What follows belongs to an exercise in optimizing a design on an open flow for small area and a short achievable clock period; a production flow would make more cautious choices.
Where RTL was checked, it was by simulation tests only, not by an equivalence proof against the original.
Power figures rest on the tool's default switching activity, not on a simulated workload.

==> sierra <==
## vx_conv
module vx_conv (
    input  wire        clk,
    input  wire        rst,         
    input  wire        in_valid,
    input  wire [3:0]  in_src_fmt,
    input  wire [3:0]  in_dst_fmt,
    input  wire        in_blk,      
    input  wire [7:0]  in_s1,       
    input  wire [31:0] in_s2,       
    input  wire [31:0] in_data,     
    output reg         out_valid,
    output reg  [31:0] out_data,    
    output reg         out_sat,     
    output reg         out_nan,     
    output reg         out_rsv,     
    output reg         out_scale_inv,  
    output reg         out_err      
);
clock: 28.0 ns
lec_check: 0
abc_clock_period_in_ps: 10000
cap_margin: 20
core_margin: 2
core_utilization: 40
slew_margin: 20
run.sh (not shown) runs the stock make flow with config.mk's settings and CLKGATE_MAP_FILE= SYNTH_SCRIPT=/design/flow/synth_recipe.tcl, a recipe that flattens the netlist after the stock synthesis.
==> amber (differences from sierra) <==
--- a/flow/design.v
+++ b/flow/design.v
@@ -18,59 +18,60 @@
 );
     localparam [3:0] F_FP32  = 4'h0, F_BF16 = 4'h1, F_FP16 = 4'h2,
                      F_FP8E4 = 4'h3, F_FP8E5 = 4'h4, F_INT8 = 4'h5,
                      F_FP4   = 4'h6, F_INT4  = 4'h7, F_T2   = 4'hA,
                      F_B1    = 4'hB;
     reg        r_valid;
     reg [3:0]  r_src, r_dst;
-    reg        r_blk;
+    reg        r_scaled;    
     reg [7:0]  r_s1;
-    reg [31:0] r_s2, r_data;
+    reg [31:0] r_w;         
+    reg [7:0]  r_c;         
+    wire in_scaled = (in_src_fmt == F_FP4) || (in_src_fmt == F_INT4) ||
+                     (in_src_fmt == F_T2) ||
+                     (in_blk && ((in_src_fmt == F_FP8E4) || (in_src_fmt == F_FP8E5)));
     always @(posedge clk) begin
         if (rst) r_valid <= 1'b0;
         else     r_valid <= in_valid;
         r_src  <= in_src_fmt;
         r_dst  <= in_dst_fmt;
-        r_blk  <= in_blk;
+        r_scaled <= in_scaled;
         r_s1   <= in_s1;
-        r_s2   <= in_s2;
-        r_data <= in_data;
+        r_w    <= in_scaled ? in_s2 : in_data;
+        r_c    <= in_data[7:0];
     end
     wire s_fp32 = (r_src == F_FP32);
     wire s_bf16 = (r_src == F_BF16);
     wire s_fp16 = (r_src == F_FP16);
     wire s_e4   = (r_src == F_FP8E4);
     wire s_e5   = (r_src == F_FP8E5);
     wire s_i8   = (r_src == F_INT8);
     wire s_fp4  = (r_src == F_FP4);
     wire s_i4   = (r_src == F_INT4);
     wire s_t2   = (r_src == F_T2);
     wire s_b1   = (r_src == F_B1);
     wire src_ok = !r_src[3] || (r_src[3:1] == 3'b101);
     wire dst_ok = !r_dst[3] || (r_dst[3:1] == 3'b101);
     wire err    = !src_ok || !dst_ok;
-    wire scaled = s_fp4 || s_i4 || s_t2 || (r_blk && (s_e4 || s_e5));
-    wire [7:0] d8 = r_data[7:0];
+    wire scaled = r_scaled;
+    wire [7:0] d8 = r_c;
     reg  [7:0]  a_ef;      
     reg  [23:0] a_sig;     
     always @* begin
         a_ef   = 8'd0;
         a_sig  = 24'd0;
-        if (scaled) begin
-            a_ef  = r_s2[30:23];
-            a_sig = {1'b0, r_s2[22:0]};
-        end else if (s_fp32) begin
-            a_ef  = r_data[30:23];
-            a_sig = {1'b0, r_data[22:0]};
+        if (scaled || s_fp32) begin
+            a_ef  = r_w[30:23];
+            a_sig = {1'b0, r_w[22:0]};
         end else if (s_bf16) begin
-            a_ef  = r_data[14:7];
-            a_sig = {1'b0, r_data[6:0], 16'd0};
+            a_ef  = r_w[14:7];
+            a_sig = {1'b0, r_w[6:0], 16'd0};
         end else if (s_fp16) begin
-            a_ef  = {3'd0, r_data[14:10]};
-            a_sig = {1'b0, r_data[9:0], 13'd0};
+            a_ef  = {3'd0, r_w[14:10]};
+            a_sig = {1'b0, r_w[9:0], 13'd0};
         end else if (s_e4) begin
             a_ef  = {4'd0, d8[6:3]};
             a_sig = {1'b0, d8[2:0], 20'd0};
         end else if (s_e5) begin
             a_ef  = {3'd0, d8[6:2]};
             a_sig = {1'b0, d8[1:0], 21'd0};
         end else if (s_i8) begin
@@ -117,21 +118,14 @@
     reg  [2:0]  lzb;
     always @* begin
         lzb = 3'd0;
         for (i = 0; i < 8; i = i + 1)
             if (b_v[i]) lzb = 3'd7 - i[2:0];
     end
     wire [7:0]  b_n = b_v << lzb;
-    wire signed [9:0] x_emin =
-        (r_dst == F_FP32 || r_dst == F_BF16)  ? -10'sd126 :
-        (r_dst == F_FP16 || r_dst == F_FP8E5) ? -10'sd14  :
-        (r_dst == F_FP8E4) ? -10'sd6 :
-        (r_dst == F_INT8)  ? 10'sd7  :
-        (r_dst == F_INT4)  ? 10'sd3  :
-        (r_dst == F_T2)    ? 10'sd1  : 10'sd0;
     reg  signed [9:0] x_src;
     always @* begin
         x_src = 10'sd0;
         if (scaled) begin
             if (s_e4)       x_src = 10'sd127 + 10'sd13;
             else if (s_e5)  x_src = 10'sd127 + 10'sd20;
             else if (s_fp4) x_src = 10'sd127 + 10'sd5;
@@ -141,50 +135,50 @@
         else if (s_e4)                 x_src = 10'sd7;
         else if (s_i8)                 x_src = -10'sd7;
         else                           x_src = 10'sd0;
     end
     wire [4:0]  c_x  = scaled ? c_e1 : 5'd0;
     wire [3:0]  s1_x = scaled ? s1_e1 : 4'd0;
     wire [2:0]  lzb_x = scaled ? lzb : 3'd0;
-    wire signed [9:0] xk = x_emin + x_src - $signed({2'b00, a_e1}) - $signed({5'd0, c_x})
+    wire signed [9:0] xk = x_src - $signed({2'b00, a_e1}) - $signed({5'd0, c_x})
                          - $signed({6'd0, s1_x});
-    wire d_nan32 = (r_data[30:23] == 8'hFF) && (r_data[22:0] != 23'd0);
-    wire d_inf32 = (r_data[30:23] == 8'hFF) && (r_data[22:0] == 23'd0);
-    wire d_nanbf = (r_data[14:7] == 8'hFF) && (r_data[6:0] != 7'd0);
-    wire d_infbf = (r_data[14:7] == 8'hFF) && (r_data[6:0] == 7'd0);
-    wire d_nan16 = (r_data[14:10] == 5'h1F) && (r_data[9:0] != 10'd0);
-    wire d_inf16 = (r_data[14:10] == 5'h1F) && (r_data[9:0] == 10'd0);
+    wire d_nan32 = (r_w[30:23] == 8'hFF) && (r_w[22:0] != 23'd0);
+    wire d_inf32 = (r_w[30:23] == 8'hFF) && (r_w[22:0] == 23'd0);
+    wire d_nanbf = (r_w[14:7] == 8'hFF) && (r_w[6:0] != 7'd0);
+    wire d_infbf = (r_w[14:7] == 8'hFF) && (r_w[6:0] == 7'd0);
+    wire d_nan16 = (r_w[14:10] == 5'h1F) && (r_w[9:0] != 10'd0);
+    wire d_inf16 = (r_w[14:10] == 5'h1F) && (r_w[9:0] == 10'd0);
     wire d_nane4 = (d8[6:0] == 7'h7F);
     wire d_nane5 = (d8[6:2] == 5'h1F) && (d8[1:0] != 2'd0);
     wire d_infe5 = (d8[6:2] == 5'h1F) && (d8[1:0] == 2'd0);
     reg c_nan, c_inf, c_sign;
     always @* begin
         c_nan  = 1'b0;
         c_inf  = 1'b0;
         c_sign = 1'b0;
         case (r_src)
-            F_FP32:  begin c_nan = d_nan32; c_inf = d_inf32; c_sign = r_data[31]; end
-            F_BF16:  begin c_nan = d_nanbf; c_inf = d_infbf; c_sign = r_data[15]; end
-            F_FP16:  begin c_nan = d_nan16; c_inf = d_inf16; c_sign = r_data[15]; end
+            F_FP32:  begin c_nan = d_nan32; c_inf = d_inf32; c_sign = r_w[31]; end
+            F_BF16:  begin c_nan = d_nanbf; c_inf = d_infbf; c_sign = r_w[15]; end
+            F_FP16:  begin c_nan = d_nan16; c_inf = d_inf16; c_sign = r_w[15]; end
             F_FP8E4: begin c_nan = d_nane4; c_sign = d8[7]; end
             F_FP8E5: begin c_nan = d_nane5; c_inf = d_infe5; c_sign = d8[7]; end
             F_INT8:  c_sign = d8[7];
             F_FP4:   c_sign = d8[3];
             F_INT4:  c_sign = d8[3];
             F_T2:    c_sign = (d8[1:0] == 2'b11);
             F_B1:    c_sign = ~d8[0];
             default: ;
         endcase
     end
     wire c_rsv  = s_t2 && (d8[1:0] == 2'b10);
     wire s1_zero    = (r_s1 == 8'h00);
     wire s1_invalid = r_s1[7] || (r_s1 == 8'h7F);
-    wire s2_nan  = (r_s2[30:23] == 8'hFF) && (r_s2[22:0] != 23'd0);
-    wire s2_inf  = (r_s2[30:23] == 8'hFF) && (r_s2[22:0] == 23'd0);
-    wire s2_zero = (r_s2[30:0] == 31'd0);
+    wire s2_nan  = (r_w[30:23] == 8'hFF) && (r_w[22:0] != 23'd0);
+    wire s2_inf  = (r_w[30:23] == 8'hFF) && (r_w[22:0] == 23'd0);
+    wire s2_zero = (r_w[30:0] == 31'd0);
     wire c_zero  = (c_sig == 4'd0);
     reg v_nan, v_inf, v_sign, v_zero, v_sinv;
     always @* begin
         v_sinv = 1'b0;
         if (!scaled) begin
             v_nan  = c_nan;
             v_inf  = c_inf;
@@ -200,15 +194,15 @@
             v_inf  = 1'b0;
             v_sign = 1'b0;
             v_zero = 1'b0;
             v_sinv = 1'b1;
         end else begin
             v_nan  = c_nan || s2_nan || (c_inf && s2_zero) || (s2_inf && c_zero);
             v_inf  = c_inf || s2_inf;
-            v_sign = c_sign ^ r_s2[31];
+            v_sign = c_sign ^ r_w[31];
             v_zero = c_zero || s2_zero;
         end
     end
     reg        p2_valid;
     reg [22:0] p2_a;
     reg [6:0]  p2_b;
     reg signed [9:0] p2_k;
@@ -238,20 +232,27 @@
     wire [4:0]  t_mb =
         (p2_dst == F_FP32)  ? 5'd23 :
         (p2_dst == F_BF16 || p2_dst == F_INT8) ? 5'd7 :
         (p2_dst == F_FP16)  ? 5'd10 :
         (p2_dst == F_FP8E4 || p2_dst == F_INT4) ? 5'd3 :
         (p2_dst == F_FP8E5) ? 5'd2 :
         (p2_dst == F_FP4 || p2_dst == F_T2) ? 5'd1 : 5'd0;
-    wire signed [9:0] p2_x = p2_k + $signed({5'd0, p2_lza}) + $signed({7'd0, p2_lzb});
+    wire signed [9:0] x_emin =
+        (p2_dst == F_FP32 || p2_dst == F_BF16)  ? -10'sd126 :
+        (p2_dst == F_FP16 || p2_dst == F_FP8E5) ? -10'sd14  :
+        (p2_dst == F_FP8E4) ? -10'sd6 :
+        (p2_dst == F_INT8)  ? 10'sd7  :
+        (p2_dst == F_INT4)  ? 10'sd3  :
+        (p2_dst == F_T2)    ? 10'sd1  : 10'sd0;
+    wire signed [9:0] p2_x = p2_k + x_emin + $signed({5'd0, p2_lza}) + $signed({7'd0, p2_lzb});
     wire [4:0]  t_base = 5'd23 - t_mb;
     wire [4:0]  t_base1 = 5'd24 - t_mb;
-    wire signed [9:0] sdd = p2_x + $signed({5'd0, t_base});
-    wire        sub  = (p2_x > 10'sd0);
-    wire [4:0]  s_sub = (sdd > 10'sd31) ? 5'd31 : sdd[4:0];
+    wire [5:0]  sdd  = {1'b0, p2_x[4:0]} + {1'b0, t_base};
+    wire        sub  = !p2_x[9] && (p2_x[8:0] != 9'd0);
+    wire [4:0]  s_sub = ((p2_x[8:5] != 4'd0) || sdd[5]) ? 5'd31 : sdd[4:0];
     wire [4:0]  s_sh = sub ? s_sub : (p31 ? t_base1 : t_base);
     reg        p3_valid;
     reg [25:0] p3_x;
     reg        p3_st;
     reg [4:0]  p3_sh;
     reg signed [9:0] p3_xe;
     reg [3:0]  p3_dst;
@@ -274,16 +275,16 @@
     end
     wire [7:0]  t_fmax =
         (p3_dst == F_FP32 || p3_dst == F_BF16)  ? 8'd254 :
         (p3_dst == F_FP16 || p3_dst == F_FP8E5) ? 8'd30  :
         (p3_dst == F_FP8E4) ? 8'd15 :
         (p3_dst == F_FP4)   ? 8'd3  : 8'd0;
     wire        p31_3  = p3_x[25];
-    wire signed [9:0] ebn  = 10'sd1 - p3_xe + $signed({9'd0, p31_3});
-    wire signed [9:0] ebn1 = 10'sd2 - p3_xe + $signed({9'd0, p31_3});
+    wire signed [9:0] ebn  = ~p3_xe + (p31_3 ? 10'sd3 : 10'sd2);
+    wire signed [9:0] ebn1 = ~p3_xe + (p31_3 ? 10'sd4 : 10'sd3);
     wire        p3_norm = (p3_xe <= 10'sd0) || (p3_xe == 10'sd1 && p31_3);
     wire        p3_ibig = (p3_xe < 10'sd0) || (p3_xe == 10'sd0 && p31_3);
     wire        p3_ovf0 = ebn > $signed({2'b00, t_fmax});
     wire        p3_eqm  = ebn == $signed({2'b00, t_fmax});
     wire [25:0] xs = p3_x >> p3_sh;
     wire [25:0] lost_mask = ~(26'h3FFFFFF << p3_sh);
     wire        stick = p3_st || |(p3_x & lost_mask);
==> flow/flow/run.sh (new file) <==
#!/bin/bash
# Layout flow: the standard flow (standard synthesis, floorplan, place,
# CTS, route), except that the port buffers that global placement inserts
# on every input and output are the small sky130_fd_sc_hd__buf_1 instead of
# the flow's default pick (a clkdlybuf4s50 delay cell).
# Each tool's full output is kept under orfs/logs/; the make output is in
# flow_make.log in this folder.
set -euo pipefail
echo 'export BUFFER_PORTS_ARGS = -buffer_cell sky130_fd_sc_hd__buf_1' >> config.mk
bash standard.sh finish > flow_make.log 2>&1
==> flow/standard.sh (new file) <==
#!/bin/bash
# synth_recipe.tcl (not shown) runs the flow's synth.tcl, then flattens the netlist and writes it again
# the make line also repeats each setting of config.mk as NAME=value (left out here)
make -C /OpenROAD-flow-scripts/flow DESIGN_CONFIG=/design/flow/config.mk WORK_HOME=/design/flow/orfs CLKGATE_MAP_FILE= SYNTH_SCRIPT=/design/flow/synth_recipe.tcl "${@:-finish}"
==> flow/config.mk (replaced) <==
export PLATFORM = sky130hd
export DESIGN_NAME = vx_conv
export DESIGN_NICKNAME = vx_conv
export VERILOG_FILES = /design/flow/design.v
export SDC_FILE = /design/flow/constraint.sdc
export NUM_CORES = 4
export LEC_CHECK = 0
export ABC_AREA = 1
export ABC_CLOCK_PERIOD_IN_PS = 10000
export CAP_MARGIN = 20
export CORE_MARGIN = 2
export CORE_UTILIZATION = 40
export CTS_CLUSTER_DIAMETER = 120
export CTS_CLUSTER_SIZE = 40
export SLEW_MARGIN = 20
export BUFFER_PORTS_ARGS = -buffer_cell sky130_fd_sc_hd__buf_1
removed: flow/run.sh
==> onyx (differences from sierra) <==
--- a/flow/design.v
+++ b/flow/design.v
@@ -18,23 +18,25 @@
 );
     localparam [3:0] F_FP32  = 4'h0, F_BF16 = 4'h1, F_FP16 = 4'h2,
                      F_FP8E4 = 4'h3, F_FP8E5 = 4'h4, F_INT8 = 4'h5,
                      F_FP4   = 4'h6, F_INT4  = 4'h7, F_T2   = 4'hA,
                      F_B1    = 4'hB;
     reg        r_valid;
     reg [3:0]  r_src, r_dst;
-    reg        r_blk;
+    reg        r_scaled;    
     reg [7:0]  r_s1;
     reg [31:0] r_s2, r_data;
     always @(posedge clk) begin
         if (rst) r_valid <= 1'b0;
         else     r_valid <= in_valid;
         r_src  <= in_src_fmt;
         r_dst  <= in_dst_fmt;
-        r_blk  <= in_blk;
+        r_scaled <= (in_src_fmt == F_FP4) || (in_src_fmt == F_INT4) ||
+                    (in_src_fmt == F_T2) ||
+                    (in_blk && ((in_src_fmt == F_FP8E4) || (in_src_fmt == F_FP8E5)));
         r_s1   <= in_s1;
         r_s2   <= in_s2;
         r_data <= in_data;
     end
     wire s_fp32 = (r_src == F_FP32);
     wire s_bf16 = (r_src == F_BF16);
     wire s_fp16 = (r_src == F_FP16);
@@ -44,15 +46,15 @@
     wire s_fp4  = (r_src == F_FP4);
     wire s_i4   = (r_src == F_INT4);
     wire s_t2   = (r_src == F_T2);
     wire s_b1   = (r_src == F_B1);
     wire src_ok = !r_src[3] || (r_src[3:1] == 3'b101);
     wire dst_ok = !r_dst[3] || (r_dst[3:1] == 3'b101);
     wire err    = !src_ok || !dst_ok;
-    wire scaled = s_fp4 || s_i4 || s_t2 || (r_blk && (s_e4 || s_e5));
+    wire scaled = r_scaled;
     wire [7:0] d8 = r_data[7:0];
     reg  [7:0]  a_ef;      
     reg  [23:0] a_sig;     
     always @* begin
         a_ef   = 8'd0;
         a_sig  = 24'd0;
         if (scaled) begin
@@ -117,21 +119,14 @@
     reg  [2:0]  lzb;
     always @* begin
         lzb = 3'd0;
         for (i = 0; i < 8; i = i + 1)
             if (b_v[i]) lzb = 3'd7 - i[2:0];
     end
     wire [7:0]  b_n = b_v << lzb;
-    wire signed [9:0] x_emin =
-        (r_dst == F_FP32 || r_dst == F_BF16)  ? -10'sd126 :
-        (r_dst == F_FP16 || r_dst == F_FP8E5) ? -10'sd14  :
-        (r_dst == F_FP8E4) ? -10'sd6 :
-        (r_dst == F_INT8)  ? 10'sd7  :
-        (r_dst == F_INT4)  ? 10'sd3  :
-        (r_dst == F_T2)    ? 10'sd1  : 10'sd0;
     reg  signed [9:0] x_src;
     always @* begin
         x_src = 10'sd0;
         if (scaled) begin
             if (s_e4)       x_src = 10'sd127 + 10'sd13;
             else if (s_e5)  x_src = 10'sd127 + 10'sd20;
             else if (s_fp4) x_src = 10'sd127 + 10'sd5;
@@ -141,15 +136,15 @@
         else if (s_e4)                 x_src = 10'sd7;
         else if (s_i8)                 x_src = -10'sd7;
         else                           x_src = 10'sd0;
     end
     wire [4:0]  c_x  = scaled ? c_e1 : 5'd0;
     wire [3:0]  s1_x = scaled ? s1_e1 : 4'd0;
     wire [2:0]  lzb_x = scaled ? lzb : 3'd0;
-    wire signed [9:0] xk = x_emin + x_src - $signed({2'b00, a_e1}) - $signed({5'd0, c_x})
+    wire signed [9:0] xk = x_src - $signed({2'b00, a_e1}) - $signed({5'd0, c_x})
                          - $signed({6'd0, s1_x});
     wire d_nan32 = (r_data[30:23] == 8'hFF) && (r_data[22:0] != 23'd0);
     wire d_inf32 = (r_data[30:23] == 8'hFF) && (r_data[22:0] == 23'd0);
     wire d_nanbf = (r_data[14:7] == 8'hFF) && (r_data[6:0] != 7'd0);
     wire d_infbf = (r_data[14:7] == 8'hFF) && (r_data[6:0] == 7'd0);
     wire d_nan16 = (r_data[14:10] == 5'h1F) && (r_data[9:0] != 10'd0);
     wire d_inf16 = (r_data[14:10] == 5'h1F) && (r_data[9:0] == 10'd0);
@@ -238,15 +233,22 @@
     wire [4:0]  t_mb =
         (p2_dst == F_FP32)  ? 5'd23 :
         (p2_dst == F_BF16 || p2_dst == F_INT8) ? 5'd7 :
         (p2_dst == F_FP16)  ? 5'd10 :
         (p2_dst == F_FP8E4 || p2_dst == F_INT4) ? 5'd3 :
         (p2_dst == F_FP8E5) ? 5'd2 :
         (p2_dst == F_FP4 || p2_dst == F_T2) ? 5'd1 : 5'd0;
-    wire signed [9:0] p2_x = p2_k + $signed({5'd0, p2_lza}) + $signed({7'd0, p2_lzb});
+    wire signed [9:0] x_emin =
+        (p2_dst == F_FP32 || p2_dst == F_BF16)  ? -10'sd126 :
+        (p2_dst == F_FP16 || p2_dst == F_FP8E5) ? -10'sd14  :
+        (p2_dst == F_FP8E4) ? -10'sd6 :
+        (p2_dst == F_INT8)  ? 10'sd7  :
+        (p2_dst == F_INT4)  ? 10'sd3  :
+        (p2_dst == F_T2)    ? 10'sd1  : 10'sd0;
+    wire signed [9:0] p2_x = p2_k + x_emin + $signed({5'd0, p2_lza}) + $signed({7'd0, p2_lzb});
     wire [4:0]  t_base = 5'd23 - t_mb;
     wire [4:0]  t_base1 = 5'd24 - t_mb;
     wire signed [9:0] sdd = p2_x + $signed({5'd0, t_base});
     wire        sub  = (p2_x > 10'sd0);
     wire [4:0]  s_sub = (sdd > 10'sd31) ? 5'd31 : sdd[4:0];
     wire [4:0]  s_sh = sub ? s_sub : (p31 ? t_base1 : t_base);
     reg        p3_valid;
==> flow/flow/run.sh (new file) <==
#!/bin/bash
# Layout flow: the standard flow (standard synthesis, floorplan, place,
# CTS, route), except that the port buffers that global placement inserts
# on every input and output are the small sky130_fd_sc_hd__buf_1 instead of
# the flow's default pick (a clkdlybuf4s50 delay cell).
# Each tool's full output is kept under orfs/logs/; the make output is in
# flow_make.log in this folder.
set -euo pipefail
echo 'export BUFFER_PORTS_ARGS = -buffer_cell sky130_fd_sc_hd__buf_1' >> config.mk
bash standard.sh finish > flow_make.log 2>&1
==> flow/standard.sh (new file) <==
#!/bin/bash
# synth_recipe.tcl (not shown) runs the flow's synth.tcl, then flattens the netlist and writes it again
# the make line also repeats each setting of config.mk as NAME=value (left out here)
make -C /OpenROAD-flow-scripts/flow DESIGN_CONFIG=/design/flow/config.mk WORK_HOME=/design/flow/orfs CLKGATE_MAP_FILE= SYNTH_SCRIPT=/design/flow/synth_recipe.tcl "${@:-finish}"
==> flow/config.mk (replaced) <==
export PLATFORM = sky130hd
export DESIGN_NAME = vx_conv
export DESIGN_NICKNAME = vx_conv
export VERILOG_FILES = /design/flow/design.v
export SDC_FILE = /design/flow/constraint.sdc
export NUM_CORES = 4
export LEC_CHECK = 0
export ABC_CLOCK_PERIOD_IN_PS = 10000
export CAP_MARGIN = 5
export CORE_MARGIN = 2
export CORE_UTILIZATION = 40
export SLEW_MARGIN = 5
export BUFFER_PORTS_ARGS = -buffer_cell sky130_fd_sc_hd__buf_1
removed: flow/run.sh
==> lagoon (differences from sierra) <==
==> flow/flow/run.sh (new file) <==
#!/bin/bash
# Layout flow: the standard flow (standard synthesis, floorplan, place,
# CTS, route), except that the port buffers that global placement inserts
# on every input and output are the small sky130_fd_sc_hd__buf_1 instead of
# the flow's default pick (a clkdlybuf4s50 delay cell).
# Each tool's full output is kept under orfs/logs/; the make output is in
# flow_make.log in this folder.
set -euo pipefail
echo 'export BUFFER_PORTS_ARGS = -buffer_cell sky130_fd_sc_hd__buf_1' >> config.mk
bash standard.sh finish > flow_make.log 2>&1
==> flow/standard.sh (new file) <==
#!/bin/bash
# synth_recipe.tcl (not shown) runs the flow's synth.tcl, then flattens the netlist and writes it again
# the make line also repeats each setting of config.mk as NAME=value (left out here)
make -C /OpenROAD-flow-scripts/flow DESIGN_CONFIG=/design/flow/config.mk WORK_HOME=/design/flow/orfs CLKGATE_MAP_FILE= SYNTH_SCRIPT=/design/flow/synth_recipe.tcl "${@:-finish}"
--- a/flow/config.mk
+++ b/flow/config.mk
@@ -6,7 +6,8 @@
 export NUM_CORES = 4
 export LEC_CHECK = 0
 export ABC_CLOCK_PERIOD_IN_PS = 10000
 export CAP_MARGIN = 20
 export CORE_MARGIN = 2
 export CORE_UTILIZATION = 40
 export SLEW_MARGIN = 20
+export BUFFER_PORTS_ARGS = -buffer_cell sky130_fd_sc_hd__buf_1
removed: flow/run.sh
==> summary of the runs <==
- In onyx the synthesized area is higher than in amber, by about 5%.
- The highest design area belongs to sierra, the lowest to amber.
- In sequential cell count, lagoon and sierra do not differ.
- Fmax: sierra is lower than lagoon (about 5.5%).
- In sequential power, onyx and sierra hardly differ.
- Between amber and sierra, the lower global-route usage is in amber (gap 0.44 points).
- The highest via count belongs to amber, the lowest to sierra.
==> figures <==
|  | lagoon | amber | onyx | sierra |
|---|---|---|---|---|
| Area used by sequential logic in the layout | 4690 µm² | 4200 µm² | 4690 µm² | 4690 µm² |
| Status | timing/DRC/antenna clean | timing/DRC/antenna clean | timing/DRC/antenna clean | timing/DRC/antenna clean |
| Seq Cell Count | 234 | 210 | 234 | 234 |
| Number of non-clock buffers | 141 | 137 | 145 | 143 |
| Layout cells sized above 1 | 6.38% | 5.43% | 6.07% | 6.64% |
| Cell total after placement | 3167 | 3622 | 3194 | 3169 |
| Final critical-path required period | 6.61 ns | 6.58 ns | 6.67 ns | 6.99 ns |
| Worst-case headroom to the max-slew limit | 30.6% | 31.2% | 14.8% | 31.3% |
| Number of clock buffers inserted by TritonCTS | 25 | 11 | 26 | 27 |
| Leading cell type in the layout, fill and taps excluded | sky130_fd_sc_hd__dfxtp_1 | sky130_fd_sc_hd__nand2_1 | sky130_fd_sc_hd__dfxtp_1 | sky130_fd_sc_hd__dfxtp_1 |
| P_comb | 0.902 mW | 0.886 mW | 0.902 mW | 0.921 mW |
| Worst setup path endpoint | out_valid | out_nan | out_data[1] | out_err |
| Area grow syn2layout | 8.86% | 6.96% | 9.19% | 13.1% |
| Router iterations before antenna repair | 6 | 6 | 5 | 5 |
| Layout non-clock buf frac | 2.64% | 2.66% | 2.75% | 5.79% |
| Number of design-rule violations left by the first detailed-router iteration | 1742 | 1293 | 1232 | 1642 |
No functional check of the RTL was part of onyx.

[re-timing with driven ports]
How much do the figures lean on ideal ports? The routed layouts below were timed once more, with nothing changed but the port constraints.
Step 1 (the two cells are an assumption about what drives the block):
set clk [get_ports {clk}]
set_driving_cell -lib_cell sky130_fd_sc_hd__clkbuf_16 $clk
set_driving_cell -lib_cell sky130_fd_sc_hd__buf_2 [delete_from_list [all_inputs] $clk]
Step 2, shift: input delay + t, output delay - t, t = (earliest + latest rising clock arrival at the registers) / 2. This alone moves slack from input paths to output paths.
a / b / c = ideal / step 1 / step 2; a / b = the first two.
| run | t, ns | slack for setup (ns) | worst setup path after step 2 |
|---|---|---|---|
| sierra | 0.599 | 21.007 / 20.951 / 21.550 | register to output |
| amber | 0.553 | 21.416 / 21.359 / 20.983 | input to register |
| onyx | 0.624 | 21.330 / 21.271 / 21.678 | register to register |
| lagoon | 0.593 | 21.391 / 21.336 / 21.478 | register to register |
After both steps every run listed still meets setup and hold. The setup slack of amber, which loses most, moves by -0.057 ns with the drivers and by -0.433 ns with both steps.
